From an optimization exercise on the open Yosys and OpenROAD flow, aimed at small area, a short achievable clock period and few clock cycles per item; shortcuts taken in it are not production practice. RTL that was checked went through simulation tests only; none was proved equivalent to the original. No functional check of the RTL was part of run 1.

===== flow/config.mk =====
export PLATFORM = sky130hd
export DESIGN_NAME = xts_lane
export DESIGN_NICKNAME = xts_lane
export VERILOG_FILES = /design/flow/design.v
export SDC_FILE = /design/flow/constraint.sdc
export NUM_CORES = 8
export LEC_CHECK = 0
export ABC_CLOCK_PERIOD_IN_PS = 4000
export CAP_MARGIN = 20
export CORE_MARGIN = 2
export CORE_UTILIZATION = 50
export PLACE_DENSITY = 0.65
export SETUP_SLACK_MARGIN = 4.5
export SLEW_MARGIN = 20

===== flow/constraint.sdc =====
create_clock -name core_clock -period 8.5 [get_ports {clk}]
set_input_delay 1.7000 -clock core_clock [delete_from_list [all_inputs] [get_ports {clk}]]
set_output_delay 1.7000 -clock core_clock [all_outputs]
set_load 0.01 [all_outputs]

===== flow/design.v =====
module xts_lane (
  input  wire         clk,
  input  wire         rst,
  input  wire         cmd_valid,
  output wire         cmd_ready,
  input  wire [255:0] cmd_key1,    
  input  wire [255:0] cmd_key2,    
  input  wire [127:0] cmd_tweak,   
  input  wire [7:0]   cmd_nblk,    
  input  wire         in_valid,
  output wire         in_ready,
  input  wire [127:0] in_data,
  output wire         out_valid,
  input  wire         out_ready,
  output wire [127:0] out_data
);
  function automatic [3:0] sbox_a(input [7:0] a);
    reg U0, U1, U2, U3, U4, U5, U6, U7;
    reg T1, T2, T3, T4, T5, T6, T7, T8, T9, T10, T11, T12;
    reg T13, T14, T15, T16, T17, T18, T19, T20, T21, T22, T23, T24;
    reg T25, T26, T27, M1, M2, M3, M4, M5, M6, M7, M8, M9;
    reg M10, M11, M12, M13, M14, M15, M16, M17, M18, M19, M20, M21;
    reg M22, M23, M24, M25, M26, M27, M28, M29, M30, M31, M32, M33;
    reg M34, M35, M36, M37, M38, M39, M40;
    begin
      {U0, U1, U2, U3, U4, U5, U6, U7} = a;
      T1 = U0 ^ U3;
      T2 = U0 ^ U5;
      T3 = U0 ^ U6;
      T4 = U3 ^ U5;
      T5 = U4 ^ U6;
      T6 = T1 ^ T5;
      T7 = U1 ^ U2;
      T8 = U7 ^ T6;
      T9 = U7 ^ T7;
      T10 = T6 ^ T7;
      T11 = U1 ^ U5;
      T12 = U2 ^ U5;
      T13 = T3 ^ T4;
      T14 = T6 ^ T11;
      T15 = T5 ^ T11;
      T16 = T5 ^ T12;
      T17 = T9 ^ T16;
      T18 = U3 ^ U7;
      T19 = T7 ^ T18;
      T20 = T1 ^ T19;
      T21 = U6 ^ U7;
      T22 = T7 ^ T21;
      T23 = T2 ^ T22;
      T24 = T2 ^ T10;
      T25 = T20 ^ T17;
      T26 = T3 ^ T16;
      T27 = T1 ^ T12;
      M1 = T13 & T6;
      M2 = T23 & T8;
      M3 = T14 ^ M1;
      M4 = T19 & U7;
      M5 = M4 ^ M1;
      M6 = T3 & T16;
      M7 = T22 & T9;
      M8 = T26 ^ M6;
      M9 = T20 & T17;
      M10 = M9 ^ M6;
      M11 = T1 & T15;
      M12 = T4 & T27;
      M13 = M12 ^ M11;
      M14 = T2 & T10;
      M15 = M14 ^ M11;
      M16 = M3 ^ M2;
      M17 = M5 ^ T24;
      M18 = M8 ^ M7;
      M19 = M10 ^ M15;
      M20 = M16 ^ M13;
      M21 = M17 ^ M15;
      M22 = M18 ^ M13;
      M23 = M19 ^ T25;
      M24 = M22 ^ M23;
      M25 = M22 & M20;
      M26 = M21 ^ M25;
      M27 = M20 ^ M21;
      M28 = M23 ^ M25;
      M29 = M28 & M27;
      M30 = M26 & M24;
      M31 = M20 & M23;
      M32 = M27 & M31;
      M33 = M27 ^ M25;
      M34 = M21 & M22;
      M35 = M24 & M34;
      M36 = M24 ^ M25;
      M37 = M21 ^ M29;
      M38 = M32 ^ M33;
      M39 = M23 ^ M30;
      M40 = M35 ^ M36;
      sbox_a = {M40, M39, M38, M37};
    end
  endfunction
  function automatic [7:0] sbox_t(input [7:0] a);
    reg U0, U1, U2, U3, U4, U5, U6, U7;
    reg T1, T2, T3, T5, T6, T7, T9, T12, T16, T18, T19, T20;
    begin
      {U0, U1, U2, U3, U4, U5, U6, U7} = a;
      T1 = U0 ^ U3;
      T2 = U0 ^ U5;
      T3 = U0 ^ U6;
      T5 = U4 ^ U6;
      T6 = T1 ^ T5;
      T7 = U1 ^ U2;
      T9 = U7 ^ T7;
      T12 = U2 ^ U5;
      T16 = T5 ^ T12;
      T18 = U3 ^ U7;
      T19 = T7 ^ T18;
      T20 = T1 ^ T19;
      sbox_t = {T20, T16, T9, T7, T6, T3, T2, T1};
    end
  endfunction
  function automatic [7:0] sbox_c(input [3:0] m, input [7:0] t);
    reg BT1, BT2, BT3, BT6, BT7, BT9, BT16, BT20;
    reg T1, T2, T3, T4, T6, T8, T9, T10, T13, T15, T16, T17, T19, T20, T22, T23, T27, U7;
    reg M37, M38, M39, M40;
    reg M41, M42, M43, M44, M45, M46, M47, M48, M49, M50, M51, M52;
    reg M53, M54, M55, M56, M57, M58, M59, M60, M61, M62, M63, L0;
    reg L1, L2, L3, L4, L5, L6, L7, L8, L9, L10, L11, L12;
    reg L13, L14, L15, L16, L17, L18, L19, L20, L21, L22, L23, L24;
    reg L25, L26, L27, L28, L29, S0, S1, S2, S3, S4, S5, S6;
    reg S7;
    begin
      {BT20, BT16, BT9, BT7, BT6, BT3, BT2, BT1} = t;
      {M40, M39, M38, M37} = m;
      T1 = BT1;
      T2 = BT2;
      T3 = BT3;
      T4 = BT1 ^ BT2;
      T6 = BT6;
      T8 = BT6 ^ BT7 ^ BT9;
      T9 = BT9;
      T10 = BT6 ^ BT7;
      T13 = BT1 ^ BT2 ^ BT3;
      T15 = BT7 ^ BT16;
      T16 = BT16;
      T17 = BT9 ^ BT16;
      T19 = BT1 ^ BT20;
      T20 = BT20;
      T22 = BT3 ^ BT20;
      T23 = BT2 ^ BT3 ^ BT20;
      T27 = BT6 ^ BT16;
      U7 = BT7 ^ BT9;
      M41 = M38 ^ M40;
      M42 = M37 ^ M39;
      M43 = M37 ^ M38;
      M44 = M39 ^ M40;
      M45 = M42 ^ M41;
      M46 = M44 & T6;
      M47 = M40 & T8;
      M48 = M39 & U7;
      M49 = M43 & T16;
      M50 = M38 & T9;
      M51 = M37 & T17;
      M52 = M42 & T15;
      M53 = M45 & T27;
      M54 = M41 & T10;
      M55 = M44 & T13;
      M56 = M40 & T23;
      M57 = M39 & T19;
      M58 = M43 & T3;
      M59 = M38 & T22;
      M60 = M37 & T20;
      M61 = M42 & T1;
      M62 = M45 & T4;
      M63 = M41 & T2;
      L0 = M61 ^ M62;
      L1 = M50 ^ M56;
      L2 = M46 ^ M48;
      L3 = M47 ^ M55;
      L4 = M54 ^ M58;
      L5 = M49 ^ M61;
      L6 = M62 ^ L5;
      L7 = M46 ^ L3;
      L8 = M51 ^ M59;
      L9 = M52 ^ M53;
      L10 = M53 ^ L4;
      L11 = M60 ^ L2;
      L12 = M48 ^ M51;
      L13 = M50 ^ L0;
      L14 = M52 ^ M61;
      L15 = M55 ^ L1;
      L16 = M56 ^ L0;
      L17 = M57 ^ L1;
      L18 = M58 ^ L8;
      L19 = M63 ^ L4;
      L20 = L0 ^ L1;
      L21 = L1 ^ L7;
      L22 = L3 ^ L12;
      L23 = L18 ^ L2;
      L24 = L15 ^ L9;
      L25 = L6 ^ L10;
      L26 = L7 ^ L9;
      L27 = L8 ^ L10;
      L28 = L11 ^ L14;
      L29 = L11 ^ L17;
      S0 = L6 ^ L24;
      S1 = ~(L16 ^ L26);
      S2 = ~(L19 ^ L28);
      S3 = L6 ^ L21;
      S4 = L20 ^ L22;
      S5 = L25 ^ L29;
      S6 = ~(L13 ^ L27);
      S7 = ~(L6 ^ L23);
      sbox_c = {S0, S1, S2, S3, S4, S5, S6, S7};
    end
  endfunction
  function automatic [7:0] sbox_b(input [3:0] m, input [7:0] a);
    reg U0, U1, U2, U3, U4, U5, U6, U7;
    reg M37, M38, M39, M40;
    reg T1, T2, T3, T4, T5, T6, T7, T8, T9, T10, T11, T12;
    reg T13, T15, T16, T17, T18, T19, T20, T21, T22, T23, T27, M41;
    reg M42, M43, M44, M45, M46, M47, M48, M49, M50, M51, M52, M53;
    reg M54, M55, M56, M57, M58, M59, M60, M61, M62, M63, L0, L1;
    reg L2, L3, L4, L5, L6, L7, L8, L9, L10, L11, L12, L13;
    reg L14, L15, L16, L17, L18, L19, L20, L21, L22, L23, L24, L25;
    reg L26, L27, L28, L29, S0, S1, S2, S3, S4, S5, S6, S7;
    begin
      {U0, U1, U2, U3, U4, U5, U6, U7} = a;
      {M40, M39, M38, M37} = m;
      T1 = U0 ^ U3;
      T2 = U0 ^ U5;
      T3 = U0 ^ U6;
      T4 = U3 ^ U5;
      T5 = U4 ^ U6;
      T6 = T1 ^ T5;
      T7 = U1 ^ U2;
      T8 = U7 ^ T6;
      T9 = U7 ^ T7;
      T10 = T6 ^ T7;
      T11 = U1 ^ U5;
      T12 = U2 ^ U5;
      T13 = T3 ^ T4;
      T15 = T5 ^ T11;
      T16 = T5 ^ T12;
      T17 = T9 ^ T16;
      T18 = U3 ^ U7;
      T19 = T7 ^ T18;
      T20 = T1 ^ T19;
      T21 = U6 ^ U7;
      T22 = T7 ^ T21;
      T23 = T2 ^ T22;
      T27 = T1 ^ T12;
      M41 = M38 ^ M40;
      M42 = M37 ^ M39;
      M43 = M37 ^ M38;
      M44 = M39 ^ M40;
      M45 = M42 ^ M41;
      M46 = M44 & T6;
      M47 = M40 & T8;
      M48 = M39 & U7;
      M49 = M43 & T16;
      M50 = M38 & T9;
      M51 = M37 & T17;
      M52 = M42 & T15;
      M53 = M45 & T27;
      M54 = M41 & T10;
      M55 = M44 & T13;
      M56 = M40 & T23;
      M57 = M39 & T19;
      M58 = M43 & T3;
      M59 = M38 & T22;
      M60 = M37 & T20;
      M61 = M42 & T1;
      M62 = M45 & T4;
      M63 = M41 & T2;
      L0 = M61 ^ M62;
      L1 = M50 ^ M56;
      L2 = M46 ^ M48;
      L3 = M47 ^ M55;
      L4 = M54 ^ M58;
      L5 = M49 ^ M61;
      L6 = M62 ^ L5;
      L7 = M46 ^ L3;
      L8 = M51 ^ M59;
      L9 = M52 ^ M53;
      L10 = M53 ^ L4;
      L11 = M60 ^ L2;
      L12 = M48 ^ M51;
      L13 = M50 ^ L0;
      L14 = M52 ^ M61;
      L15 = M55 ^ L1;
      L16 = M56 ^ L0;
      L17 = M57 ^ L1;
      L18 = M58 ^ L8;
      L19 = M63 ^ L4;
      L20 = L0 ^ L1;
      L21 = L1 ^ L7;
      L22 = L3 ^ L12;
      L23 = L18 ^ L2;
      L24 = L15 ^ L9;
      L25 = L6 ^ L10;
      L26 = L7 ^ L9;
      L27 = L8 ^ L10;
      L28 = L11 ^ L14;
      L29 = L11 ^ L17;
      S0 = L6 ^ L24;
      S1 = ~(L16 ^ L26);
      S2 = ~(L19 ^ L28);
      S3 = L6 ^ L21;
      S4 = L20 ^ L22;
      S5 = L25 ^ L29;
      S6 = ~(L13 ^ L27);
      S7 = ~(L6 ^ L23);
      sbox_b = {S0, S1, S2, S3, S4, S5, S6, S7};
    end
  endfunction
  function automatic [7:0] xtime(input [7:0] a);
    xtime = {a[6:0], 1'b0} ^ (a[7] ? 8'h1B : 8'h00);
  endfunction
  function automatic [31:0] mix_column(input [31:0] c);
    reg [7:0] a0, a1, a2, a3;
    begin
      a0 = c[7:0]; a1 = c[15:8]; a2 = c[23:16]; a3 = c[31:24];
      mix_column[7:0]   = xtime(a0) ^ (xtime(a1) ^ a1) ^ a2 ^ a3;
      mix_column[15:8]  = a0 ^ xtime(a1) ^ (xtime(a2) ^ a2) ^ a3;
      mix_column[23:16] = a0 ^ a1 ^ xtime(a2) ^ (xtime(a3) ^ a3);
      mix_column[31:24] = (xtime(a0) ^ a0) ^ a1 ^ a2 ^ xtime(a3);
    end
  endfunction
  function automatic [191:0] stage1(input [127:0] s);
    integer i;
    for (i = 0; i < 16; i = i + 1)
      stage1[12*i +: 12] = {sbox_a(s[8*i +: 8]), sbox_t(s[8*i +: 8])};
  endfunction
  function automatic [127:0] stage2_sr(input [191:0] y);
    reg [127:0] sb;
    integer i, r, c;
    begin
      for (i = 0; i < 16; i = i + 1)
        sb[8*i +: 8] = sbox_c(y[12*i + 8 +: 4], y[12*i +: 8]);
      for (c = 0; c < 4; c = c + 1)
        for (r = 0; r < 4; r = r + 1)
          stage2_sr[8*(r + 4*c) +: 8] = sb[8*(r + 4*((c + r) % 4)) +: 8];
    end
  endfunction
  function automatic [127:0] mix_columns(input [127:0] s);
    integer c;
    for (c = 0; c < 4; c = c + 1)
      mix_columns[32*c +: 32] = mix_column(s[32*c +: 32]);
  endfunction
  function automatic [127:0] mul_alpha(input [127:0] t);
    mul_alpha = {t[126:0], 1'b0} ^ (t[127] ? 128'h87 : 128'h0);
  endfunction
  localparam M_IDLE = 2'd0,    
             M_TW   = 2'd2,    
             M_RUN  = 2'd3;    
  reg  [1:0]   mode;
  reg  [8:0]   blk_rem;     
  reg          first;       
  reg  [1:0]   cnt;         
  reg          ov;          
  reg          stall;       
  reg          ir, cr;      
  reg  [27:0]  v;           
  reg  [27:0]  tg;          
  reg          wbusy;       
  reg  [4:0]   w;           
  reg          e_ld;        
  reg          e_tl;        
  reg          e_adv;       
  reg  [13:0]  e_rk;        
  reg  [14*128-1:0] a;      
  reg  [14*192-1:0] b;      
  reg  [14*128-1:0] rk;     
  reg  [127:0] k0;          
  reg  [127:0] kp, kn;      
  reg  [47:0]  km;          
  reg  [127:0] kb;          
  reg  [127:0] tin, tout;   
  reg  [127:0] qo, qs;      
  assign cmd_ready = cr;
  assign in_ready  = ir;
  assign out_valid = ov;
  assign out_data  = qo;
  wire         kev   = ~w[1];                          
  wire [31:0]  ksub  = {sbox_c(km[47:44], km[43:36]), sbox_c(km[35:32], km[31:24]),
                        sbox_c(km[23:20], km[19:12]), sbox_c(km[11:8], km[7:0])};
  wire [7:0]   rcon  = 8'd1 << w[4:2];
  wire [31:0]  kt    = kev ? ({ksub[7:0], ksub[31:8]} ^ {24'd0, rcon}) : ksub;
  wire [127:0] knew;
  assign knew[31:0]   = kp[31:0]   ^ kt;
  assign knew[63:32]  = kp[63:32]  ^ knew[31:0];
  assign knew[95:64]  = kp[95:64]  ^ knew[63:32];
  assign knew[127:96] = kp[127:96] ^ knew[95:64];
  wire [127:0] sr14 = stage2_sr(b[13*192 +: 192]);
  wire [127:0] fin  = sr14 ^ rk[13*128 +: 128] ^ (tg[27] ? 128'd0 : tout);
  wire fin_any = v[27];
  wire fin_tw  = v[27] & tg[27];
  wire fin_d   = v[27] & ~tg[27];
  wire wr      = fin_d & ~stall;
  wire rd      = ov & out_ready;
  wire acc     = ir & in_valid;
  wire tsel    = (mode == M_IDLE) & ~wbusy;
  wire twld    = tsel & cmd_valid & ~stall;
  wire wstart  = twld | (acc & first);    
  reg  [1:0] mode_n, cnt_n;
  reg  [8:0] br_n;
  reg  [27:0] v_n, tg_n;
  reg        stall_n, ir_n, cr_n;
  reg        wbusy_n, tsel_n;
  reg  [4:0] w_n;
  reg  [13:0] e_rk_n;
  integer j;
  always @(*) begin
    mode_n = mode; br_n = blk_rem; v_n = v; tg_n = tg;
    cnt_n = cnt + {1'b0, wr} - {1'b0, rd};
    if (!stall) begin
      v_n  = {v[26:0], acc | twld};
      tg_n = {tg[26:0], twld};
      case (mode)
        M_IDLE: if (cmd_valid && !wbusy) mode_n = M_TW;
        M_TW:   if (fin_tw) begin
                  mode_n = M_RUN;
                  br_n   = {1'b0, cmd_nblk} + 9'd1;
                end
        default: ;
      endcase
      if (acc) begin
        br_n = blk_rem - 9'd1;
        if (blk_rem == 9'd1) mode_n = M_IDLE;
      end
    end
    stall_n = v_n[27] & ~tg_n[27] & (cnt_n == 2'd2);
    ir_n    = ~stall_n & (mode_n == M_RUN) & (br_n != 9'd0);
    cr_n    = v_n[27] & tg_n[27];
    wbusy_n = wbusy; w_n = w;
    if (!stall) begin
      if (wstart) begin
        wbusy_n = 1'b1; w_n = 5'd0;
      end else if (wbusy) begin
        w_n = w + 5'd1;
        if (w == 5'd26) wbusy_n = 1'b0;
      end
    end
    tsel_n = (mode_n == M_IDLE) & ~wbusy_n;
    for (j = 0; j < 14; j = j + 1)
      e_rk_n[j] = ~stall_n & wbusy_n & (w_n == 2*j);
  end
  always @(posedge clk) begin
    if (rst) begin
      mode <= M_IDLE; blk_rem <= 9'd0; first <= 1'b0; cnt <= 2'd0; ov <= 1'b0;
      stall <= 1'b0; ir <= 1'b0; cr <= 1'b0; v <= 28'd0; tg <= 28'd0;
      wbusy <= 1'b0; w <= 5'd0;
    end else begin
      mode <= mode_n; blk_rem <= br_n; cnt <= cnt_n; ov <= (cnt_n != 2'd0);
      stall <= stall_n; ir <= ir_n; cr <= cr_n; v <= v_n; tg <= tg_n;
      if (cr) first <= 1'b1;
      else if (acc) first <= 1'b0;
      wbusy <= wbusy_n; w <= w_n;
    end
    if (rst) begin
      e_ld <= 1'b1; e_tl <= 1'b1; e_adv <= 1'b0; e_rk <= 14'd0;
    end else begin
      e_ld  <= ~stall_n & (ir_n | tsel_n);
      e_tl  <= ~stall_n & tsel_n;
      e_adv <= ~stall_n & wbusy_n & w_n[0];
      e_rk  <= e_rk_n;
    end
  end
  integer i;
  always @(posedge clk) begin
    if (!stall) begin
      for (i = 0; i < 14; i = i + 1)
        b[i*192 +: 192] <= stage1(a[i*128 +: 128]);
      for (i = 0; i < 13; i = i + 1)
        a[(i+1)*128 +: 128] <= mix_columns(stage2_sr(b[i*192 +: 192])) ^ rk[i*128 +: 128];
    end
    if (e_ld)
      a[127:0] <= (tsel ? cmd_tweak : in_data) ^
                  (tsel ? cmd_key2[127:0] : (tin ^ k0));
  end
  always @(posedge clk) begin
    if (e_rk[0])
      rk[127:0] <= kn;
    for (i = 1; i < 14; i = i + 1)
      if (e_rk[i])
        rk[i*128 +: 128] <= kb;
  end
  always @(posedge clk) begin
    km <= {sbox_a(kn[127:120]), sbox_t(kn[127:120]), sbox_a(kn[119:112]), sbox_t(kn[119:112]),
           sbox_a(kn[111:104]), sbox_t(kn[111:104]), sbox_a(kn[103:96]), sbox_t(kn[103:96])};
    if (e_tl)
      {kn, kp} <= cmd_key2;
    else if (e_adv)
      {kp, kn} <= {kn, knew};
    if (e_adv)
      kb <= knew;
    if (cr) begin
      {kn, kp} <= cmd_key1;
      k0 <= cmd_key1[127:0];
    end
    if (fin_tw)
      tin <= fin;
    else if (acc)
      tin <= mul_alpha(tin);
    if (fin_tw)
      tout <= fin;
    else if (wr)
      tout <= mul_alpha(tout);
    if (rd && cnt == 2'd2)
      qo <= qs;
    else if (wr && (cnt == 2'd0 || rd))
      qo <= fin;
    if (wr && cnt == 2'd1 && !rd)
      qs <= fin;
  end
endmodule

===== flow/flow/run.sh =====
#!/bin/bash
# The standard layout (standard.sh), with two changes to how it is made:
# small plain buffers on the ports instead of the delay buffers buffer_ports
# picks by itself, and antenna repair after detailed routing as well.
set -e
export BUFFER_PORTS_ARGS="-buffer_cell sky130_fd_sc_hd__buf_2"
export MAX_REPAIR_ANTENNAS_ITER_DRT=15
bash standard.sh > standard.log 2>&1

===== flow/standard.sh =====
#!/bin/bash
# synth_recipe.tcl (not shown) runs the flow's synth.tcl, then flattens the netlist and writes it again
# the make line also repeats each setting of config.mk as NAME=value (left out here)
make -C /OpenROAD-flow-scripts/flow DESIGN_CONFIG=/design/flow/config.mk WORK_HOME=/design/flow/orfs CLKGATE_MAP_FILE= SYNTH_SCRIPT=/design/flow/synth_recipe.tcl "${@:-finish}"

==> flow_summary.yaml, run 1 <==
logic_synthesis:
  synth_warnings: 1
  synthSimpleGateAreaFrac_pct: 9.117
  synth_edf_count: 7296
  synth-xor-area-share_pct: 39.78
  syn_area_um2: 588100
  synth.distinct_cells: 95
  synthAdderAreaFrac_pct: 0.9850
  synth_top_area_share_pct: 37.25
  synth_mux_area_share_pct: 1.759
  synth_top_area_cell: "edfxtp_1"
  synth_top_family_by_area: "XOR/XNOR gates"
  synth_compound_area_share_pct: 7.577
  ys_ff_latch: 7441
  syn_inst: 59440
  seq_area_frac_synth_pct: 37.75
  synth_flop_cell: "edfxtp_1"
  yosys-top-cells-area: "edfxtp_1 (37%), xnor2_1 (26%), xor2_1 (12%), nand2_1 (3.9%), nor2_1 (2.3%)"
  syn_nets: 60680
  async_flop_share_pct: 0
  post_synth.cell_area_avg_um2: 9.894
route:
  dr_wl_met3_um: 220500
  antenna_left: 0
  num_vias: 431200
  dr_wl_met2_um: 926200
  first_pass_iters: 7
  wl_um: 2115000
  viasPerCell: 5.629
  wl_per_cell_um: 27.61
  met1_length_um: 793600
  first_iter_violations: 56670
  highest_layer: "met5"
  route.detailed.drc: 0
critical_path:
  worst_ep_arrival_time_ns: 5.10
  critPathLaunchType: "flip-flop"
  end_kind: "flip-flop"
  required_ns: 9.49
  path_max_fanout: 12
  crit_type: "flip-flop to flip-flop"
timing:
  fin_crit_sh_pct: 48.35
  fin_hold_ws_ns: 0.4620
  finalHoldViolCount: 0
  tightest_slew_ns: 1.344
  setup_viol: 0
  rsz0062_at_grt: "yes"
  period_minus_slack_ns: 4.110
  slew_headroom_pct: 9.790
  skew_ns: 0.1131
  clock.fmax_mhz: 243.3
  setup_tns_ns: 0
  fin_ws_ns: 4.390
  drv_slew: 0
layout:
  fin_util_pct: 54.94
  drive_above_1_share_pct: 7.038
  final_cells: 76600
  finalNetCount: 60180
  final_cell_mix: "xnor2_1 (16890), xor2_1 (8066), edfxtp_1 (7296), nand2_1 (6159), nor2_1 (3556)"
  syn_to_final_growth_pct: 9.649
  final_common_cell: "xnor2_1"
  postLayoutCellArea_um2: 644900
  fillers: 103300
grt:
  grt_pass1_wl_um: 2906000
  grt_max_degree: 169
  grtUsageTotal_pct: 34.46
  antenna_found_initial: 432
  grt_pass1_vias: 382100
  grt_overflow: 0
placement:
  dp_hpwl_um: 1623000
  io_buffers: 911
  placed_area_um2: 606100
  gp_congestion: 1.059
  pre_cts_ws_ns: 3.878
  placed_cells: 73580
status:
  outcome: "complete, no violations"
clock_tree:
  cts_tree: "yes"
  cts_made_buffers: 855
  clockBufferDepth: 5
  cts.sinks: 7441
  clk_pin_slew_ns: 0.06
  worstSkewPairLatency_ns: 1.25
  cts-htree-levels: 6
  cts_root_buffer: "clkbuf_16"
floorplan:
  dieWidth_um: 1089
  die-area_um2: 1185000
  io_pins: 912
  die_y_um: 1089
  num_rows: 398
  start_util_pct: 50.11
  core_region_area_um2: 1174000
flow_run:
  maxCapViolCount: 0
worst_hold_path:
  hold_class: "flip-flop to flip-flop"
-- routing by layer --
layer	global-route usage [%]	vias to the layer above
met4	26.75	66
met2	51.16	23440
li1	-	196600
met3	7.946	4836
met1	43.49	206200
met5	0	-
-- sequential cells by signal (all words and copies together), names as in the netlist, 2 cells and up --
| signal | count |
|---|---|
| cnt | 2 |
| k0 | 128 |
| qo | 128 |
| rk | 1792 |
| qs | 128 |
| blk_rem | 9 |
| km | 48 |
| tg | 28 |
| v | 28 |
| kb | 128 |
| e_rk | 14 |
| a | 1792 |
| b | 2688 |
| kn | 128 |
| mode | 2 |
| tin | 128 |
| w | 5 |
| tout | 128 |
| kp | 128 |
-- what timing repair did --
action | 4_1_cts | 5_1_grt
hold buffers | 0 | 0
setup buffers | 5 | 79
resized for setup | 193 | 517
setup endpoints to repair | 408 | 1453
pin swaps | 3 | 21
gates cloned | 0 | 0
-- cell type report --
type | instances | area [µm²] | share of cell area (%)
timing repair buffer | 1576 | 10180 | 1.578
inverter | 1661 | 6259 | 0.9705
antenna | 1342 | 3358 | 0.5208
clock inverter | 573 | 6945 | 1.077
sequential | 7441 | 222100 | 34.44
clock buffer | 1011 | 22270 | 3.454
tap | 15600 | 19520 | 3.027
multi-input combinational | 47400 | 354200 | 54.93
-- worst paths after layout --
path,from,end,slack (ns),depth (start not counted)
worst max-delay path,km[8]$_DFF_P_,kn[71]$_DFFE_PP_,4.39,10
worst max register to register,km[8]$_DFF_P_,kn[71]$_DFFE_PP_,4.39,10
worst min-delay path,kn[26]$_DFFE_PP_,rk[26]$_DFFE_PP_,0.46,0
worst min register to register,kn[26]$_DFFE_PP_,rk[26]$_DFFE_PP_,0.46,0
-- cell usage after synthesis, types with 79 or more instances --
master	instances
or2_2	190
ha_1	463
xnor2_2	101
a32o_1	79
a31oi_1	84
a22oi_1	363
o31ai_1	129
o21a_1	132
nand3_1	338
a211oi_1	115
edfxtp_1	7296
nand3b_1	203
clkbuf_1	2390
nor2b_1	846
o2bb2ai_1	227
o211ai_1	148
nor2_1	3559
nand2b_1	522
buf_2	372
mux2i_1	968
buf_1	139
a32oi_1	152
xnor2_1	17420
nor3_1	223
nor3b_1	108
o21ai_0	2639
xor3_1	90
inv_1	1657
dfxtp_1	145
xnor3_1	215
a22o_1	160
and2_1	189
nand2_1	6161
xor2_1	8199
o22ai_1	373
a21o_1	213
or3_1	94
a21oi_1	2027
-- worst max-delay path, cell delays in order, from the launching register on --
cell and delay, ns:
dfxtp_1 0.68, xnor2_1 0.20, xnor2_1 0.17, nor2_1 0.26, xor3_1 0.44, xnor2_2 0.40
nand2_1 0.32, o21a_1 0.29, xnor3_1 0.59, mux2i_1 0.38, o21ai_0 0.12
-- logic make-up after synthesis --
| group | Yosys count |
|---|---|
| flip-flops | 7441 |
| multiplexers | 1025 |
| adder cells (fa/ha/maj) | 463 |
| XOR/XNOR | 26080 |
| AND/OR/NAND/NOR | 12500 |
| AO/OA/AOI/OAI | 7329 |
| buffers and inverters | 4600 |
==> run 2: changes to the inputs <==
--- a/flow/design.v
+++ b/flow/design.v
@@ -365,7 +365,7 @@
   reg          e_adv;       
   reg  [13:0]  e_rk;        
-  reg  [14*128-1:0] a;      
-  reg  [14*192-1:0] b;      
-  reg  [14*128-1:0] rk;     
+  wire [14*128-1:0] a;      
+  wire [14*192-1:0] b;      
+  wire [14*128-1:0] rk;     
   reg  [127:0] k0;          
   reg  [127:0] kp, kn;      
@@ -463,23 +463,31 @@
     end
   end
-  integer i;
-  always @(posedge clk) begin
-    if (!stall) begin
-      for (i = 0; i < 14; i = i + 1)
-        b[i*192 +: 192] <= stage1(a[i*128 +: 128]);
-      for (i = 0; i < 13; i = i + 1)
-        a[(i+1)*128 +: 128] <= mix_columns(stage2_sr(b[i*192 +: 192])) ^ rk[i*128 +: 128];
-    end
-    if (e_ld)
-      a[127:0] <= (tsel ? cmd_tweak : in_data) ^
+  genvar r;
+  generate
+    for (r = 0; r < 14; r = r + 1) begin : rnd
+      reg [127:0] ra;       
+      reg [191:0] rb;       
+      reg [127:0] rkey;     
+      assign a[r*128 +: 128]  = ra;
+      assign b[r*192 +: 192]  = rb;
+      assign rk[r*128 +: 128] = rkey;
+      always @(posedge clk)
+        if (!stall)
+          rb <= stage1(ra);
+      always @(posedge clk)
+        if (e_rk[r])
+          rkey <= (r == 0) ? kn : kb;
+      if (r == 0) begin : load
+        always @(posedge clk)
+          if (e_ld)
+            ra <= (tsel ? cmd_tweak : in_data) ^
                   (tsel ? cmd_key2[127:0] : (tin ^ k0));
-  end
-  always @(posedge clk) begin
-    if (e_rk[0])
-      rk[127:0] <= kn;
-    for (i = 1; i < 14; i = i + 1)
-      if (e_rk[i])
-        rk[i*128 +: 128] <= kb;
-  end
+      end else begin : chain
+        always @(posedge clk)
+          if (!stall)
+            ra <= mix_columns(stage2_sr(b[(r-1)*192 +: 192])) ^ rk[(r-1)*128 +: 128];
+      end
+    end
+  endgenerate
   always @(posedge clk) begin
     km <= {sbox_a(kn[127:120]), sbox_t(kn[127:120]), sbox_a(kn[119:112]), sbox_t(kn[119:112]),
--- a/flow/config.mk
+++ b/flow/config.mk
@@ -10,4 +10,6 @@
 export CORE_MARGIN = 2
 export CORE_UTILIZATION = 50
+export CTS_CLUSTER_DIAMETER = 90
+export CTS_CLUSTER_SIZE = 18
 export PLACE_DENSITY = 0.65
 export SETUP_SLACK_MARGIN = 4.5
==> flow_summary.yaml, run 2 <==
logic_synthesis:
  post_synth.cell_area_avg_um2: 9.875
  yosys-top-cells-area: "edfxtp_1 (37%), xnor2_1 (26%), xor2_1 (12%), nand2_1 (4.0%), nor2_1 (2.3%)"
  synth.most_common_cell: "xnor2_1"
  synth_top_area_cell: "edfxtp_1"
  syn_inst: 59750
  synth_commonest_cells: "xnor2_1 (17460), xor2_1 (8184), edfxtp_1 (7296)"
  syn_area_um2: 590000
  syn_nets: 60990
  seq_area_frac_synth_pct: 37.63
  synthSimpleGateAreaFrac_pct: 9.042
  synth.distinct_cells: 99
  synth_top_area_share_pct: 37.13
  synth_warnings: 1
  synthAdderAreaFrac_pct: 0.9819
  synth-xor-area-share_pct: 39.79
  synth_mux_area_share_pct: 1.725
  synth_flop_cell: "edfxtp_1"
  synth_edf_count: 7296
  synth_top_family_by_area: "XOR/XNOR gates"
  ys_ff_latch: 7441
  synth_compound_area_share_pct: 7.727
  async_flop_share_pct: 0
grt:
  grt_max_degree: 175
  grt_overflow: 0
  grt_pass1_wl_um: 2914000
  antenna_found_initial: 470
  grt_pass1_vias: 379600
  grtUsageTotal_pct: 34.39
timing:
  rsz0062_at_grt: "yes"
  slew_headroom_pct: 0.8062
  clock.fmax_mhz: 229.3
  drv_slew: 0
  tightest_slew_ns: 1.488
  fin_crit_sh_pct: 51.31
  setup_tns_ns: 0
  fin_hold_ws_ns: 0.4582
  setup_viol: 0
  finalHoldViolCount: 0
  skew_ns: 0.1138
  period_minus_slack_ns: 4.361
critical_path:
  crit_type: "flip-flop to flip-flop"
  worst_ep_arrival_time_ns: 5.19
  path_max_fanout: 7
  end_kind: "flip-flop"
  required_ns: 9.33
  critPathLaunchType: "flip-flop"
clock_tree:
  clockBufferDepth: 5
  cts-htree-levels: 6
  cts_made_buffers: 551
  worstSkewPairLatency_ns: 1.23
  cts.sinks: 7441
  clk_pin_slew_ns: 0.08
  cts_tree: "yes"
  cts_root_buffer: "clkbuf_16"
  hold_buffers: 0
floorplan:
  dieWidth_um: 1090
  die-area_um2: 1189000
  die_y_um: 1090
  io_pins: 912
  core_region_area_um2: 1178000
  num_rows: 399
  start_util_pct: 50.08
route:
  route.detailed.drc: 0
  wl_um: 2130000
  wl_per_cell_um: 27.94
  viasPerCell: 5.667
  first_pass_iters: 10
  antenna_left: 0
  first_iter_violations: 60280
  num_vias: 432100
layout:
  finalNetCount: 60150
  regMostFlops: "rnd.rb"
  final_cell_mix: "xnor2_1 (16990), xor2_1 (8054), edfxtp_1 (7296), nand2_1 (6271), nor2_1 (3541)"
  largest_reg_flops: 2688
  drive_above_1_share_pct: 6.177
  syn_to_final_growth_pct: 7.481
  final_common_cell: "xnor2_1"
  top_regs: "rnd.rb: 2688 flops, rnd.ra: 1792 flops, rnd.rkey: 1792 flops"
status:
  outcome: "complete, no violations"
worst_hold_path:
  hold_class: "flip-flop to flip-flop"
placement:
  dp_hpwl_um: 1654000
  io_buffers: 911
  gp_congestion: 1.058
flow_run:
  maxCapViolCount: 0
run 2: path summary, 6_finish.rpt:
check	from	end	slack, ns	cells after the start
min	kn[58]$_DFFE_PP_	rnd[0].rkey[58]$_DFFE_PP_	0.46	0
max reg2reg	rnd[0].rb[26]$_DFFE_PN_	rnd[1].ra[73]$_DFFE_PN_	4.14	8
min reg2reg	kn[58]$_DFFE_PP_	rnd[0].rkey[58]$_DFFE_PP_	0.46	0
max	rnd[0].rb[26]$_DFFE_PN_	rnd[1].ra[73]$_DFFE_PN_	4.14	8
run 2: cell families after synthesis:
logic type                 count (synthesis)
xor gates and xnor gates               26130
and+or+nand+nor                        12510
AOI/OAI and AO/OA                       7481
DFF                                     7441
buffers and inverters                   4714
muxes                                   1007
adders and majority gates                463
run 2: layout make-up:
cell class	count	area (µm²)
flip-flops and latches	7441	222100
diodes	1418	3548
inverters	1699	6392
multi-input cells	47590	355100
fillers	105300	544000
clock inverters	224	2521
well taps	15640	19570
clock buffers	617	14400
repair buffers	1619	10480
run 2: repair_timing:
action | CTS | global route
setup buffers | 1 | 104
gates resized for setup | 145 | 462
pin swaps | 1 | 17
setup endpoints to repair | 234 | 1024
run 2: metal layers:
metal | routed length (µm) | vias to the layer above | part of all wire, % | GRT usage [%]
met5 | 618 | - | 0.029 | 0.1820
met4 | 167300 | 70 | 7.9 | 26.03
met3 | 234400 | 4333 | 11 | 7.454
met2 | 915800 | 24340 | 43 | 49.95
met1 | 812400 | 207000 | 38 | 44.93
li1 | - | 196400 | - | -
run 2: critical path: stages, from the launching register on:
cell and delay (ns):
edfxtp_1 0.54, xor3_1 0.42, nand2_1 0.13, xor2_1 0.26
xnor2_1 0.25, xor2_1 0.21, xnor2_1 0.93, xor2_1 0.26
xnor2_1 0.97
run 2: metrics by stage:
stage | cells | setup slack [ns] | area, µm² | utilization, %
floorplan | 59750 | -9.066 | 590100 | -
global route | 75310 | 4.245 | 631800 | 53.62
finish | 76250 | 4.139 | 634100 | 53.82
detailed placement | 73880 | 3.740 | 608100 | 51.61
CTS | 74720 | 4.184 | 626100 | 53.14
global placement | 73870 | 3.746 | 607900 | 51.60
Testbench counts of run 2, summed over its fixed seeds: cycles 10,434, blocks 9,216.
==> run 3: changes to the inputs <==
--- a/flow/config.mk
+++ b/flow/config.mk
@@ -10,6 +10,6 @@
 export CORE_MARGIN = 2
 export CORE_UTILIZATION = 50
-export CTS_CLUSTER_DIAMETER = 90
-export CTS_CLUSTER_SIZE = 18
+export CTS_CLUSTER_DIAMETER = 110
+export CTS_CLUSTER_SIZE = 22
 export PLACE_DENSITY = 0.65
 export SETUP_SLACK_MARGIN = 4.5
==> flow_summary.yaml, run 3 <==
status:
  outcome: "complete, no violations"
timing:
  period_minus_slack_ns: 4.293
  rsz0062_at_grt: "yes"
  slew_headroom_pct: 0.6445
  finalHoldViolCount: 0
  fin_ws_ns: 4.207
  skew_ns: 0.1688
  clock.fmax_mhz: 233.0
  fin_crit_sh_pct: 50.50
  setup_viol: 0
  setup_tns_ns: 0
  fin_hold_ws_ns: 0.4573
  drv_slew: 0
  tightest_slew_ns: 1.490
placement:
  dp_hpwl_um: 1654000
  io_buffers: 911
  gp_congestion: 1.058
  pre_cts_ws_ns: 3.740
logic_synthesis:
  synth_flop_cell: "edfxtp_1"
  async_flop_share_pct: 0
  seq_area_frac_synth_pct: 37.63
  syn_inst: 59750
  synth_edf_count: 7296
  synth.distinct_cells: 99
  yosys-top-cells-area: "edfxtp_1 (37%), xnor2_1 (26%), xor2_1 (12%), nand2_1 (4.0%), nor2_1 (2.3%)"
  synth_top_area_cell: "edfxtp_1"
  synth_top_area_share_pct: 37.13
  syn_nets: 60990
  ys_ff_latch: 7441
  synth_commonest_cells: "xnor2_1 (17460), xor2_1 (8184), edfxtp_1 (7296)"
  syn_area_um2: 590000
  synth.most_common_cell: "xnor2_1"
  post_synth.cell_area_avg_um2: 9.875
  synth_warnings: 1
route:
  route.detailed.drc: 0
  num_vias: 432200
  wl_per_cell_um: 27.95
  antenna_left: 0
  viasPerCell: 5.677
  wl_um: 2127000
  first_iter_violations: 62420
  first_pass_iters: 7
layout:
  final_common_cell: "xnor2_1"
  regMostFlops: "rnd.rb"
  top_regs: "rnd.rb: 2688 flops, rnd.ra: 1792 flops, rnd.rkey: 1792 flops"
  multiInputGateArea_um2: 355200
  final_cell_mix: "xnor2_1 (16980), xor2_1 (8054), edfxtp_1 (7296), nand2_1 (6271), nor2_1 (3541)"
  seqCellArea_um2: 222100
  drive_above_1_share_pct: 5.902
  syn_to_final_growth_pct: 6.845
  finalNetCount: 60040
  fillers: 105700
  largest_reg_flops: 2688
critical_path:
  crit_slowest_cell: "edfxtp_1"
  path_max_fanout: 1
  r2r_slack_ns: 4.31
  slowest_delay_ns: 1.12
  cpLargestDelayFamily: "flip-flops"
  critPathLaunchType: "flip-flop"
  end_kind: "output pin"
  crit_buf_inv: 1
  worst_ep_arrival_time_ns: 2.59
  required_ns: 6.80
  crit_type: "flip-flop to output pin"
  crit_chain: "buf_6"
clock_tree:
  clk_pin_slew_ns: 0.11
  cts.sinks: 7441
  cts_made_buffers: 422
  cts_tree: "yes"
  cts-htree-levels: 5
  cts_root_buffer: "clkbuf_16"
  worstSkewPairLatency_ns: 1.27
  clockBufferDepth: 5
grt:
  grtUsageTotal_pct: 34.31
  grt_pass1_vias: 378100
  grt_pass1_wl_um: 2907000
  antenna_found_initial: 454
  grt_max_degree: 175
  grt_overflow: 0
floorplan:
  io_pins: 912
  die_y_um: 1090
  start_util_pct: 50.08
  core_region_area_um2: 1178000
  die-area_um2: 1189000
  dieWidth_um: 1090
  num_rows: 399
worst_hold_path:
  hold_class: "flip-flop to flip-flop"
flow_run:
  maxCapViolCount: 0
-- run 3: metal layers --
layer  up-vias  track usage (%)  routed length [µm]
met2     24410            49.63              911100
met4        72            26.37              169700
met1    207300            44.99              813300
met5         -                0                 571
li1     196100                -                   -
met3      4310            7.247              232400
-- run 3: kinds of logic (layout without fill, tap and decap cells) --
family | after synthesis | in the layout | synth area share (%)
buf+inv | 4714 | 3946 | 3.108
mux | 1007 | 1007 | 1.725
xor+xnor | 26130 | 26130 | 39.79
fa+ha+maj | 463 | 463 | 0.9819
flops | 7441 | 7441 | 37.63
simple gates | 12510 | 12510 | 9.042
compound gates | 7481 | 7481 | 7.727
other cells | 0 | 1501 | 0
-- run 3: area by class of cell --
type	count	area share, %
Clock buffer	471	1.735
Multi-Input combinational cell	47590	56.35
Inverter	1699	1.014
Tap cell	15640	3.104
Timing Repair Buffer	1642	1.690
Sequential cell	7441	35.23
Clock inverter	134	0.2773
Antenna cell	1501	0.5958
-- run 3: path summary, 6_finish.rpt --
kind	cells past startpoint	start	endpoint
setup / recovery	1	qo[112]$_DFFE_PP_	out_data[112]
hold / removal	0	kn[36]$_DFFE_PP_	rnd[0].rkey[36]$_DFFE_PP_
setup reg to reg	10	rnd[10].rb[8]$_DFFE_PN_	rnd[11].ra[10]$_DFFE_PN_
hold reg to reg	0	kn[36]$_DFFE_PP_	rnd[0].rkey[36]$_DFFE_PP_
-- run 3: metrics by stage --
step / area [µm²] / instances / utilization (%)
6_report: 630400 / 76120 / 53.50
5_1_grt: 628000 / 75160 / 53.30
4_1_cts: 621900 / 74480 / 52.79
3_5_place_dp: 608100 / 73880 / 51.61
3_3_place_gp: 607900 / 73870 / 51.60
2_1_floorplan: 590100 / 59750 / -
-- run 3: what timing repair did --
| item | in CTS | in global routing |
|---|---|---|
| setup buffers | 2 | 127 |
| pin swaps | 1 | 17 |
| cloned | 0 | 0 |
| gates resized for setup | 153 | 473 |
| hold buffers | 0 | 0 |
| endpoints found under the setup margin | 242 | 1093 |
==> run 4: changes to the inputs <==
--- a/flow/design.v
+++ b/flow/design.v
@@ -413,12 +413,6 @@
       v_n  = {v[26:0], acc | twld};
       tg_n = {tg[26:0], twld};
-      case (mode)
-        M_IDLE: if (cmd_valid && !wbusy) mode_n = M_TW;
-        M_TW:   if (fin_tw) begin
-                  mode_n = M_RUN;
-                  br_n   = {1'b0, cmd_nblk} + 9'd1;
-                end
-        default: ;
-      endcase
+      if (mode == M_IDLE && cmd_valid && !wbusy)
+        mode_n = M_TW;
       if (acc) begin
         br_n = blk_rem - 9'd1;
@@ -426,7 +420,18 @@
       end
     end
+    if (mode == M_TW) begin
+      if (cr && cmd_valid) begin
+        mode_n = M_RUN;
+        br_n   = {1'b0, cmd_nblk} + 9'd1;
+      end else if (!cmd_valid) begin
+        mode_n = M_IDLE;
+        v_n    = v_n & ~tg_n;
+        tg_n   = 28'd0;
+      end
+    end
     stall_n = v_n[27] & ~tg_n[27] & (cnt_n == 2'd2);
-    ir_n    = ~stall_n & (mode_n == M_RUN) & (br_n != 9'd0);
-    cr_n    = v_n[27] & tg_n[27];
+    ir_n    = ~stall_n & (mode_n == M_RUN) & (br_n != 9'd0) &
+              ~|(v_n[26:0] & tg_n[26:0]);
+    cr_n    = v_n[26] & tg_n[26] & (mode_n == M_TW);
     wbusy_n = wbusy; w_n = w;
     if (!stall) begin
@@ -450,5 +455,5 @@
       mode <= mode_n; blk_rem <= br_n; cnt <= cnt_n; ov <= (cnt_n != 2'd0);
       stall <= stall_n; ir <= ir_n; cr <= cr_n; v <= v_n; tg <= tg_n;
-      if (cr) first <= 1'b1;
+      if (cr && cmd_valid) first <= 1'b1;
       else if (acc) first <= 1'b0;
       wbusy <= wbusy_n; w <= w_n;
@@ -482,5 +487,5 @@
           if (e_ld)
             ra <= (tsel ? cmd_tweak : in_data) ^
-                  (tsel ? cmd_key2[127:0] : (tin ^ k0));
+                  (tsel ? cmd_key2[127:0] : ((fin_tw ? fin : tin) ^ k0));
       end else begin : chain
         always @(posedge clk)
@@ -499,10 +504,10 @@
     if (e_adv)
       kb <= knew;
-    if (cr) begin
+    if (cr && cmd_valid) begin
       {kn, kp} <= cmd_key1;
       k0 <= cmd_key1[127:0];
     end
     if (fin_tw)
-      tin <= fin;
+      tin <= acc ? mul_alpha(fin) : fin;
     else if (acc)
       tin <= mul_alpha(tin);
--- a/flow/config.mk
+++ b/flow/config.mk
@@ -10,7 +10,8 @@
 export CORE_MARGIN = 2
 export CORE_UTILIZATION = 50
-export CTS_CLUSTER_DIAMETER = 110
-export CTS_CLUSTER_SIZE = 22
+export CTS_CLUSTER_DIAMETER = 100
+export CTS_CLUSTER_SIZE = 20
 export PLACE_DENSITY = 0.65
 export SETUP_SLACK_MARGIN = 4.5
 export SLEW_MARGIN = 20
+export TNS_END_PERCENT = 10
==> flow_summary.yaml, run 4 <==
floorplan:
  start_util_pct: 50.10
  num_rows: 398
  die-area_um2: 1184000
  core_region_area_um2: 1173000
  die_y_um: 1088
  dieWidth_um: 1088
  io_pins: 912
route:
  first_iter_violations: 57300
  wl_um: 2105000
  first_pass_iters: 7
  route.detailed.drc: 0
  viasPerCell: 5.653
  antenna_left: 0
  num_vias: 429100
  wl_per_cell_um: 27.73
timing:
  period_minus_slack_ns: 4.471
  clock.fmax_mhz: 223.7
  tightest_slew_ns: 1.367
  rsz0062_at_grt: "yes"
  fin_ws_ns: 4.029
  setup_viol: 0
  fin_crit_sh_pct: 52.60
  drv_slew: 0
  finalHoldViolCount: 0
  fin_hold_ws_ns: 0.4533
  skew_ns: 0.1503
  slew_headroom_pct: 8.886
  setup_tns_ns: 0
layout:
  postLayoutCellArea_um2: 625700
  fin_util_pct: 53.33
  final_cell_mix: "xnor2_1 (17360), xor2_1 (8161), edfxtp_1 (7296), nand2_1 (6379), nor2_1 (3665)"
  regMostFlops: "rnd.rb"
  drive_above_1_share_pct: 5.151
  final_cells: 75910
  final_common_cell: "xnor2_1"
  finalNetCount: 60110
  top_regs: "rnd.rb: 2688 flops, rnd.ra: 1792 flops, rnd.rkey: 1792 flops"
  largest_reg_flops: 2688
  syn_to_final_growth_pct: 6.437
worst_hold_path:
  hold_class: "flip-flop to flip-flop"
clock_tree:
  cts-htree-levels: 5
  cts.sinks: 7441
  cts_root_buffer: "clkbuf_16"
  cts_made_buffers: 467
  worstSkewPairLatency_ns: 1.27
  clockBufferDepth: 5
  cts_tree: "yes"
  clk_pin_slew_ns: 0.10
logic_synthesis:
  seq_area_frac_synth_pct: 37.77
  syn_nets: 61120
  synth_flop_cell: "edfxtp_1"
  post_synth.cell_area_avg_um2: 9.818
  synth.most_common_cell: "xnor2_1"
  synth_top_area_cell: "edfxtp_1"
  syn_area_um2: 587800
  synth.distinct_cells: 89
  synth_warnings: 1
  yosys-top-cells-area: "edfxtp_1 (37%), xnor2_1 (26%), xor2_1 (12%), nand2_1 (4.1%), nor2_1 (2.3%)"
  synth_commonest_cells: "xnor2_1 (17580), xor2_1 (8247), edfxtp_1 (7296)"
  async_flop_share_pct: 0
  synth_edf_count: 7296
  syn_inst: 59870
  synth_top_area_share_pct: 37.27
  ys_ff_latch: 7441
grt:
  grt_pass1_vias: 380200
  grt_overflow: 0
  antenna_found_initial: 372
  grt_pass1_wl_um: 2884000
  grtUsageTotal_pct: 34.16
  grt_max_degree: 183
placement:
  placed_area_um2: 606100
  io_buffers: 911
  pre_cts_ws_ns: 3.874
  gp_congestion: 1.070
  placed_cells: 73940
  dp_hpwl_um: 1634000
critical_path:
  required_ns: 9.53
  end_kind: "flip-flop"
  critPathLaunchType: "flip-flop"
  crit_type: "flip-flop to flip-flop"
  crit_chain: "xnor2_1, mux2i_1, a21oi_1, xnor3_1, xnor2_1, mux2i_1, xnor2_2, xnor2_1, nand2_1, a21oi_1"
  slowest_delay_ns: 0.94
  r2r_slack_ns: 4.03
  worst_ep_arrival_time_ns: 5.50
  crit_slowest_cell: "xnor2_2"
  cpMostUsedCell: "xnor2_1"
  path_max_fanout: 9
status:
  outcome: "complete, no violations"
flow_run:
  maxCapViolCount: 0
[run 4: changes by cell type after synthesis, sizes merged, moves of 64 or more]
| cell | previous run | this run |
|---|---|---|
| nand3b | 176 | 99 |
| a21oi | 2071 | 2184 |
| inv | 1697 | 1632 |
| buf | 576 | 391 |
| nand2 | 6273 | 6383 |
| o21ai | 2690 | 2765 |
| nor2 | 3542 | 3672 |
| xnor2 | 17561 | 17629 |
| o21a | 121 | 57 |
| a32o | 99 | 28 |
| clkbuf | 2439 | 2639 |
| a21o | 225 | 88 |
[run 4: metal layers]
layer | GRT usage (%) | wire length [µm]
met1 | 43.48 | 794600
met2 | 50.87 | 920200
met3 | 6.855 | 212900
met4 | 26.89 | 176300
met5 | 0 | 835
[run 4: worst paths after layout]
kind | startpoint | to | cells past startpoint
max reg2reg | km[41]$_DFF_P_ | kn[61]$_DFFE_PP_ | 10
min reg2reg | kn[1]$_DFFE_PP_ | rnd[0].rkey[1]$_DFFE_PP_ | 0
min | kn[1]$_DFFE_PP_ | rnd[0].rkey[1]$_DFFE_PP_ | 0
max | km[41]$_DFF_P_ | kn[61]$_DFFE_PP_ | 10
[run 4: area by class of cell]
type / instances / area (µm²)
flip-flops and latches: 7441 / 222100
well taps: 15600 / 19520
inverters: 1634 / 6150
diodes: 1232 / 3083
fillers: 105600 / 547600
clock buffers: 524 / 12050
clock inverters: 158 / 1778
multi-input cells: 47770 / 351100
repair buffers: 1549 / 9953
[run 4: cell families after synthesis]
group / synth area share [%]
flops: 37.77
simple gates: 9.335
xor+xnor: 39.90
buf+inv: 3.039
mux: 1.636
compound gates: 7.335
fa+ha+maj: 0.9855
[run 4: what timing repair did]
item	4_1_cts	5_1_grt
gates resized for setup	58	237
cloned	0	1
setup buffers	5	45
hold buffers	0	0
pin swaps	11	18
setup endpoints to repair	378	1371
[run 4: critical path: cells and delay by family (launching register included)]
family	cells	cell delay, ns
DFF	1	0.56
xor gates and xnor gates	5	2.44
and+or+nand+nor	1	0.33
AOI/OAI and AO/OA	2	0.55
muxes	2	0.36
Testbench counts of run 4, summed over its fixed seeds: cycles 10,398, blocks 9,216.
==> run 5: changes to the inputs <==
--- a/flow/config.mk
+++ b/flow/config.mk
@@ -15,3 +15,2 @@
 export SETUP_SLACK_MARGIN = 4.5
 export SLEW_MARGIN = 20
-export TNS_END_PERCENT = 10
==> flow_summary.yaml, run 5 <==
status:
  outcome: "complete, no violations"
logic_synthesis:
  synth.distinct_cells: 89
  syn_inst: 59870
  syn_nets: 61120
  synth_top_area_share_pct: 37.27
  synth_edf_count: 7296
  synth.most_common_cell: "xnor2_1"
  async_flop_share_pct: 0
  synth_top_area_cell: "edfxtp_1"
  ys_ff_latch: 7441
  synth_warnings: 1
  yosys-top-cells-area: "edfxtp_1 (37%), xnor2_1 (26%), xor2_1 (12%), nand2_1 (4.1%), nor2_1 (2.3%)"
  syn_area_um2: 587800
  synth_commonest_cells: "xnor2_1 (17580), xor2_1 (8247), edfxtp_1 (7296)"
  post_synth.cell_area_avg_um2: 9.818
  seq_area_frac_synth_pct: 37.77
  synth_flop_cell: "edfxtp_1"
route:
  first_iter_violations: 58910
  first_pass_iters: 8
  wl_um: 2107000
  wl_per_cell_um: 27.71
  num_vias: 428500
  antenna_left: 0
  route.detailed.drc: 0
  viasPerCell: 5.636
timing:
  fin_crit_sh_pct: 48.82
  tightest_slew_ns: 1.411
  rsz0062_at_grt: "yes"
  setup_tns_ns: 0
  skew_ns: 0.1628
  clock.fmax_mhz: 241.0
  finalHoldViolCount: 0
  drv_slew: 0
  period_minus_slack_ns: 4.149
  slew_headroom_pct: 5.909
  setup_viol: 0
layout:
  final_cell_mix: "xnor2_1 (17080), xor2_1 (8065), edfxtp_1 (7296), nand2_1 (6378), nor2_1 (3664)"
  regMostFlops: "rnd.rb"
  largest_reg_flops: 2688
  syn_to_final_growth_pct: 7.144
  final_cells: 76030
  top_regs: "rnd.rb: 2688 flops, rnd.ra: 1792 flops, rnd.rkey: 1792 flops"
  finalNetCount: 60170
  drive_above_1_share_pct: 5.969
  multiInputGateArea_um2: 354500
  final_common_cell: "xnor2_1"
  seqCellArea_um2: 222100
  fillers: 105100
critical_path:
  crit_chain: "xnor3_1, nor2_1, xor3_1, xnor2_1, xnor2_1, xnor2_1, buf_4, nor2_1, a21oi_2, xnor2_1, o21ai_0"
  r2r_slack_ns: 4.35
  critPathLaunch: "rnd[13].rb[61]$_DFFE_PN_"
  crit_slowest_cell: "a21oi_2"
  cpLargestDelayFamily: "XOR/XNOR gates"
  slowest_delay_ns: 0.72
  cpMostUsedCell: "xnor2_1"
  r2r_end: "rnd[0].ra[14]$_DFFE_PP_"
  worst_ep_arrival_time_ns: 5.11
  path_max_fanout: 5
  reg2regPathDepth: 11
  crit_buf_inv: 1
  required_ns: 9.46
  critPathLaunchType: "flip-flop"
  end_kind: "flip-flop"
  worstReg2RegStart: "rnd[13].rb[61]$_DFFE_PN_"
  cp.depth: 11
  cp-endpoint: "rnd[0].ra[14]$_DFFE_PP_"
  crit_type: "flip-flop to flip-flop"
floorplan:
  num_rows: 398
  start_util_pct: 50.10
  dieWidth_um: 1088
  die-area_um2: 1184000
  die_y_um: 1088
  core_region_area_um2: 1173000
  io_pins: 912
clock_tree:
  cts.sinks: 7441
  cts_made_buffers: 467
  worstSkewPairLatency_ns: 1.28
  cts-htree-levels: 5
  clk_pin_slew_ns: 0.10
  clockBufferDepth: 5
  cts_tree: "yes"
  hold_buffers: 0
  cts_root_buffer: "clkbuf_16"
grt:
  grt.busiest_layer: "met2"
  grt_pass1_wl_um: 2887000
  met2_usage_pct: 50.91
  grt.met1_usage_pct: 43.43
  grtUsageTotal_pct: 34.20
  grt_overflow: 0
  antenna_found_initial: 378
  met3_usage_pct: 7.047
  grt_max_degree: 183
  grt_pass1_vias: 380400
placement:
  gp_congestion: 1.070
  io_buffers: 911
  dp_hpwl_um: 1634000
  placed_cells: 73940
worst_hold_path:
  hold_class: "flip-flop to flip-flop"
flow_run:
  maxCapViolCount: 0
[run 5: what timing repair did]
| action | CTS | global route |
|---|---|---|
| resized for setup | 238 | 529 |
| buffers inserted | 14 | 100 |
| setup endpoints to repair | 378 | 877 |
| pin swaps | 14 | 33 |
[run 5: worst min path at each step]
stage,from,cells after the start,slack (ns),endpoint
final,kn[1]$_DFFE_PP_,0,0.45,rnd[0].rkey[1]$_DFFE_PP_
after global routing,kn[1]$_DFFE_PP_,0,0.48,rnd[0].rkey[1]$_DFFE_PP_
after CTS,kn[1]$_DFFE_PP_,0,0.44,rnd[0].rkey[1]$_DFFE_PP_
after detailed placement,kn[1]$_DFFE_PP_,0,0.44,rnd[0].rkey[1]$_DFFE_PP_
after global placement,kn[1]$_DFFE_PP_,0,0.44,rnd[0].rkey[1]$_DFFE_PP_
after floorplan,kn[100]$_DFFE_PP_,0,0.42,rnd[0].rkey[100]$_DFFE_PP_
[run 5: kinds of logic after synthesis]
group	Yosys count	share of synthesized area [%]
adder cells (fa/ha/maj)	463	0.9855
buffers and inverters	4664	3.039
multiplexers	951	1.636
flip-flops	7441	37.77
AO/OA/AOI/OAI	7272	7.335
XOR/XNOR	26210	39.90
AND/OR/NAND/NOR	12870	9.335
[run 5: through the flow]
stage                     instance area [µm²]  utilization (%)  hold slack [ns]  setup slack (ns)
final                                  629800            53.68           0.4462             4.351
after global routing                   627700            53.50           0.4755             4.363
after CTS                              621800            53.00           0.4433             4.229
after detailed placement               606100            51.66           0.4374             3.874
after global placement                 605900            51.64           0.4386             3.733
after floorplan                        587900                -           0.4244            -66.70
[run 5: area by class of cell]
type	count	area share, %
Inverter	1634	0.9764
Multi-Input combinational cell	47770	56.28
Clock inverter	158	0.2823
Timing Repair Buffer	1613	1.673
Clock buffer	524	1.913
Sequential cell	7441	35.26
Antenna cell	1288	0.5118
Tap cell	15600	3.099
[run 5: metal layers]
metal  share of wire, %  vias to the layer above  wire (µm)
met2                 44                    22710     920800
met5              0.029                        -        609
met4                8.4                       42     177900
met3                 10                     4334     211900
li1                   -                   195800          -
met1                 38                   205600     795600
==> run 6: changes to the inputs <==
--- a/flow/config.mk
+++ b/flow/config.mk
@@ -13,4 +13,4 @@
 export CTS_CLUSTER_SIZE = 20
 export PLACE_DENSITY = 0.65
-export SETUP_SLACK_MARGIN = 4.5
+export SETUP_SLACK_MARGIN = 4.7
 export SLEW_MARGIN = 20
==> flow_summary.yaml, run 6 <==
timing:
  fin_crit_sh_pct: 47.73
  skew_ns: 0.1613
  clock.fmax_mhz: 246.5
  tightest_slew_ns: 1.455
  period_minus_slack_ns: 4.057
  slew_headroom_pct: 2.997
  finalHoldViolCount: 0
  setup_tns_ns: 0
  setup_viol: 0
  fin_hold_ws_ns: 0.4452
  drv_slew: 0
  rsz0062_at_grt: "yes"
critical_path:
  critPathLaunchType: "flip-flop"
  cp.depth: 11
  crit_chain: "xnor2_1, or3_1, a32oi_2, xnor2_1, xnor2_2, xnor2_4, nor2_1, nor2_4, xnor2_1, o21ai_1, buf_4"
  crit_slowest_cell: "nor2_4"
  worstReg2RegStart: "rnd[13].rb[93]$_DFFE_PN_"
  slowest_delay_ns: 0.62
  cpLargestDelayFamily: "XOR/XNOR gates"
  path_max_fanout: 8
  critPathLaunch: "rnd[13].rb[93]$_DFFE_PN_"
  crit_type: "flip-flop to flip-flop"
  reg2regPathDepth: 11
  cpMostUsedCell: "xnor2_1"
  end_kind: "flip-flop"
  crit_buf_inv: 1
  required_ns: 9.56
  worst_ep_arrival_time_ns: 5.12
clock_tree:
  cts-htree-levels: 5
  worstSkewPairLatency_ns: 1.27
  clk_pin_slew_ns: 0.10
  hold_buffers: 0
  cts_made_buffers: 467
  cts.sinks: 7441
  clockBufferDepth: 5
  cts_root_buffer: "clkbuf_16"
  cts_tree: "yes"
floorplan:
  die-area_um2: 1184000
  dieWidth_um: 1088
  start_util_pct: 50.10
  num_rows: 398
  die_y_um: 1088
  io_pins: 912
  core_region_area_um2: 1173000
route:
  wl_per_cell_um: 27.79
  wl_um: 2118000
  first_iter_violations: 57630
  dr_wl_met2_um: 928500
  met1_length_um: 796500
  viasPerCell: 5.652
  highest_layer: "met5"
  route.detailed.drc: 0
  first_pass_iters: 9
  antenna_left: 0
  num_vias: 430800
  dr_wl_met3_um: 214300
logic_synthesis:
  syn_nets: 61120
  syn_inst: 59870
  synth.distinct_cells: 89
  synth_flop_cell: "edfxtp_1"
  synth_top_area_share_pct: 37.27
  syn_area_um2: 587800
  async_flop_share_pct: 0
  yosys-top-cells-area: "edfxtp_1 (37%), xnor2_1 (26%), xor2_1 (12%), nand2_1 (4.1%), nor2_1 (2.3%)"
  seq_area_frac_synth_pct: 37.77
  ys_ff_latch: 7441
  synth_top_area_cell: "edfxtp_1"
  synth.most_common_cell: "xnor2_1"
  synth_commonest_cells: "xnor2_1 (17580), xor2_1 (8247), edfxtp_1 (7296)"
  synth_edf_count: 7296
  post_synth.cell_area_avg_um2: 9.818
  synth_warnings: 1
layout:
  regMostFlops: "rnd.rb"
  final_common_cell: "xnor2_1"
  final_cell_mix: "xnor2_1 (16550), xor2_1 (7867), edfxtp_1 (7296), nand2_1 (6379), nor2_1 (3661)"
  postLayoutCellArea_um2: 638900
  finalNetCount: 60460
  largest_reg_flops: 2688
  syn_to_final_growth_pct: 8.688
  top_regs: "rnd.rb: 2688 flops, rnd.ra: 1792 flops, rnd.rkey: 1792 flops"
  drive_above_1_share_pct: 7.803
  fillers: 104100
placement:
  io_buffers: 911
  gp_congestion: 1.070
  dp_hpwl_um: 1634000
  placed_area_um2: 606100
grt:
  grt_pass1_vias: 381400
  grt_pass1_wl_um: 2893000
  grtUsageTotal_pct: 34.28
  grt_overflow: 0
  antenna_found_initial: 377
  grt_max_degree: 161
flow_run:
  maxCapViolCount: 0
worst_hold_path:
  min_from: "kn[1]$_DFFE_PP_"
  hold_class: "flip-flop to flip-flop"
  worstHoldPathCells: 0
status:
  outcome: "complete, no violations"
## run 6: cell counts after synthesis
No cell type changed its count.
## run 6: cell type report
cell class	count	area (µm²)	share of cell area [%]
Multi-Input combinational cell	47770	361300	56.55
Sequential cell	7441	222100	34.76
Tap cell	15600	19520	3.055
Timing Repair Buffer	1903	13030	2.039
Clock buffer	524	12050	1.886
Inverter	1634	6156	0.9635
Antenna cell	1192	2983	0.4669
Clock inverter	158	1778	0.2783
## run 6: routing by layer
metal,track usage (%),up-vias
met3,6.809,4354
met1,43.69,207200
li1,-,196200
met2,51.12,23060
met5,0,-
met4,26.86,46
## run 6: logic make-up (layout without fill, tap and decap cells)
logic type | Yosys count | in the layout | synth area share (%)
flip-flops | 7441 | 7441 | 37.77
adder cells (fa/ha/maj) | 463 | 463 | 0.9855
XOR/XNOR | 26210 | 26210 | 39.90
buffers and inverters | 4664 | 4219 | 3.039
multiplexers | 951 | 951 | 1.636
other | 0 | 1192 | 0
AND/OR/NAND/NOR | 12870 | 12870 | 9.335
AO/OA/AOI/OAI | 7272 | 7272 | 7.335
## run 6: worst register-to-register path, stage by stage, from the launching register on
cell and delay (ns):
edfxtp_1 0.54, xnor2_1 0.24, or3_1 0.35, a32oi_2 0.31, xnor2_1 0.26, xnor2_2 0.18
xnor2_4 0.29, nor2_1 0.13, nor2_4 0.62, xnor2_1 0.31, o21ai_1 0.36, buf_4 0.24
## run 6: repair_timing
| item | 4_1_cts | 5_1_grt |
|---|---|---|
| pin swaps | 57 | 94 |
| cloned | 2 | 0 |
| gates resized for setup | 675 | 1036 |
| setup buffers | 77 | 326 |
| endpoints found under the setup margin | 1450 | 1739 |
## run 6: stage by stage
step	utilization, %	setup WS (ns)	cells
after floorplan	-	-66.70	59870
after global placement	51.64	3.733	73930
after detailed placement	51.66	3.874	73940
after CTS	53.32	4.492	74700
after global routing	54.30	4.461	75490
final	54.46	4.443	76220
## run 6: worst paths after layout
check,to,slack [ns]
worst min register to register,rnd[0].rkey[1]$_DFFE_PP_,0.45
worst min-delay path,rnd[0].rkey[1]$_DFFE_PP_,0.45
worst max-delay path,rnd[0].ra[89]$_DFFE_PP_,4.44
worst max register to register,rnd[0].ra[89]$_DFFE_PP_,4.44

what the ideal ports hide:
The flow's constraints put no driver on any port. The routed layouts listed below were extracted and timed again, unchanged, in two steps.
Step 1 sets driving cells, clkbuf_16 on the clock port and buf_2 on the other inputs (assumed; they add their load-dependent delay and slew).
Step 2 times the ports against the registers' clock, not the clock port: input delays grow and output delays shrink by t, the midpoint of the rising clock arrivals with the driver on.
Three values: no drivers, after step 1, after step 2; two values: the first two.
run	t (ns)	slack for setup (ns)	worst hold slack (ns)	pins driven straight from the clock port
run 1	1.379	4.390 / 4.390 / 4.178	0.462 / 0.462 / 0.462	1
run 2	1.355	4.139 / 3.955 / 3.593	0.458 / 0.458 / 0.458	1
run 3	1.376	4.207 / 4.018 / 3.524	0.457 / 0.447 / 0.457	1
run 4	1.394	4.029 / 4.029 / 3.747	0.453 / 0.453 / 0.453	1
run 5	1.379	4.351 / 4.272 / 3.751	0.446 / 0.446 / 0.446	1
run 6	1.383	4.443 / 4.283 / 3.729	0.445 / 0.445 / 0.445	1
After both steps every run listed still meets setup and hold. For run 6, which loses most, drivers alone change the setup slack by -0.160 ns; drivers and shift together by -0.714 ns.
